From an optimization exercise on the open Yosys and OpenROAD flow, aimed at small area; shortcuts taken in it are not production practice. The RTL was checked by simulation tests, not by an equivalence proof against the original design.

==> job 4684: inputs <==
// yx_cvt32
module yx_cvt32(clk, rst, in_valid, in_bits, in_code, in_ftz, in_sat, out_valid, out_bits, out_sat, out_flush);
  input clk;
  wire clk;
  input rst;
  wire rst;
  input in_valid;
  wire in_valid;
  input [31:0] in_bits;
  wire [31:0] in_bits;
  input [3:0] in_code;
  wire [3:0] in_code;
  input in_ftz;
  wire in_ftz;
  input in_sat;
  wire in_sat;
  output out_valid;
  reg out_valid;
  output [31:0] out_bits;
  reg [31:0] out_bits;
  output out_sat;
  reg out_sat;
  output out_flush;
  reg out_flush;
  wire _0000_;
  wire _0001_;
  wire _0002_;
  wire _0003_;
  wire _0004_;
  wire _0005_;
  wire _0006_;
  wire _0007_;
  wire _0008_;
  wire _0009_;
  wire _0010_;
  wire _0011_;
  wire _0012_;
  wire _0013_;
  wire _0014_;
  wire _0015_;
  wire _0016_;
  wire _0017_;
  wire _0018_;
  wire _0019_;
  wire _0020_;
  wire _0021_;
  wire _0022_;
  wire _0023_;
  wire _0024_;
  wire _0025_;
  wire _0026_;
  wire _0027_;
  wire _0028_;
  wire _0029_;
  wire _0030_;
  wire _0031_;
  wire _0032_;
  wire _0033_;
  wire _0034_;
  wire _0035_;
  wire _0036_;
  wire _0037_;
  wire _0038_;
  wire _0039_;
  wire _0040_;
  ...
==> flow/config.mk <==
export PLATFORM = sky130hd
export DESIGN_NAME = yx_cvt32
export DESIGN_NICKNAME = yx_cvt32
export VERILOG_FILES = /design/flow/design.v
export SDC_FILE = /design/flow/constraint.sdc
export NUM_CORES = 4
export LEC_CHECK = 0
export ABC_AREA = 1
export CAP_MARGIN = 10
export CORE_MARGIN = 2
export CORE_UTILIZATION = 65
export CTS_BUF_LIST = sky130_fd_sc_hd__clkbuf_8
export GPL_TIMING_DRIVEN = 0
export PLACE_DENSITY = 0.8
export SLEW_MARGIN = 10
==> flow/constraint.sdc <==
create_clock -name core_clock -period 16.0 [get_ports {clk}]
set_input_delay 3.2000 -clock core_clock [delete_from_list [all_inputs] [get_ports {clk}]]
set_output_delay 3.2000 -clock core_clock [all_outputs]
set_load 0.01 [all_outputs]
standard.sh (not shown) runs the stock make flow with config.mk's settings and CLKGATE_MAP_FILE= SYNTH_SCRIPT=/design/flow/synth_recipe.tcl, a recipe that flattens the netlist after the stock synthesis.
==> flow/flow/run.sh <==
#!/bin/bash
# The standard layout (bash standard.sh, the standard flow's own ORFS run) with these
# changes to how cells are chosen:
#  - the smallest buffer on every input and output port, not the one ORFS picks;
#  - the buffers ABC put in at synthesis are removed at floorplan (ORFS's
#    REMOVE_ABC_BUFFERS) instead of a timing repair there;
#  - after floorplan, flow/post_floorplan.tcl re-maps the combinational logic
#    for area (OpenROAD's restructure) and swaps any cell still sized up for
#    the smallest of the same function; the later repair steps size up again
#    wherever slew or timing needs it.
# Each tool's full output stays in orfs/logs/; make's own output goes to make.log.
set -euo pipefail
here=$(pwd)
export BUFFER_PORTS_ARGS="-buffer_cell sky130_fd_sc_hd__buf_1"
export REMOVE_ABC_BUFFERS=1
export POST_FLOORPLAN_TCL="$here/flow/post_floorplan.tcl"
# CTS as ORFS runs it, without the dummy loads it adds to balance the tree
export CTS_ARGS="-sink_clustering_enable -repair_clock_nets -buf_list sky130_fd_sc_hd__clkbuf_8 -dont_use_dummy_load"
bash standard.sh > make.log 2>&1
Other scripts of this flow, unchanged in this note and not shown: flow/flow/downsize.tcl, flow/flow/filter_lib.py, flow/flow/post_floorplan.tcl
==> inputs of job 1972, as changes to job 4684 <==
--- a/flow/flow/run.sh
+++ b/flow/flow/run.sh
@@ -14,6 +14,4 @@
 export BUFFER_PORTS_ARGS="-buffer_cell sky130_fd_sc_hd__buf_1"
 export REMOVE_ABC_BUFFERS=1
 export POST_FLOORPLAN_TCL="$here/flow/post_floorplan.tcl"
-# CTS as ORFS runs it, without the dummy loads it adds to balance the tree
-export CTS_ARGS="-sink_clustering_enable -repair_clock_nets -buf_list sky130_fd_sc_hd__clkbuf_8 -dont_use_dummy_load"
 bash standard.sh > make.log 2>&1
Settings changed: CAP_MARGIN 10 to 20, CORE_UTILIZATION 65 to 40, PLACE_DENSITY 0.8 to unset, SLEW_MARGIN 10 to 20.
==> reports/metrics.cfg <==
[global_routing]
grt_pass1_wl_um=23700
grt_usage=0.347

[place]
placed_area_sq_mm=0.00424
routabilityCongestion=0.992

[critical_path]
arrival_ns=15.22

[cells_and_area]
finalNonFillerCells=772
layout.nets=713

[power_and_ir_drop]
combPwrFrac=0.601
p_clk_uw=57.6
switching_power_uw=195

[detailed_routing]
routedWlPerCell_um=19.7

[clock_network]
clk_pin_slew_ns=0.08

[run_status]
status=complete, no violations

The numbers above come from job 4684.

==> reports/metrics.cfg <==
[run_status]
status=complete, no violations

[synthesis]
synthFlopType=dfxtp_1

[place]
routabilityCongestion=0.986
placed_area_sq_mm=0.00433

[timing]
setup_tns_ns=0

[critical_path]
cpLargestDelayFamily=compound AO/OA/AOI/OAI gates
arrival_ns=15.07

[power_and_ir_drop]
switching_power_uw=196
p_clk_uw=80.5

[cells_and_area]
finalNonFillerCells=844
seq-cell-share=0.158
layout.nets=712

[detailed_routing]
routedWlPerCell_um=17.5
dr_total_vias=5004

[global_routing]
grt_pass1_wl_um=23200
grt_usage=0.205

The numbers above come from job 1972.

re-timing with driven ports:
The results above use ideal ports. As a check the final layouts listed here were re-extracted and re-timed, cells and wires unchanged. Step 1 assumes that a clkbuf_16 drives the clock port and a buf_2 every other input. Step 2 also shifts input and output timing later by t, the mid clock arrival at the registers, as if the neighbouring blocks saw the same clock. a / b / c = no drivers / after step 1 / after step 2; a / b = the first two.
run	t (ns)	slack for setup (ns)	worst setup path after step 2
job 4684	0.309	0.981 / 0.990 / 0.681	input to register
job 1972	0.321	1.144 / 1.153 / 0.833	input to register
After both steps every run listed still meets setup and hold. The setup slack of job 1972, which loses most, moves by +0.009 ns with the drivers and by -0.311 ns with both steps.
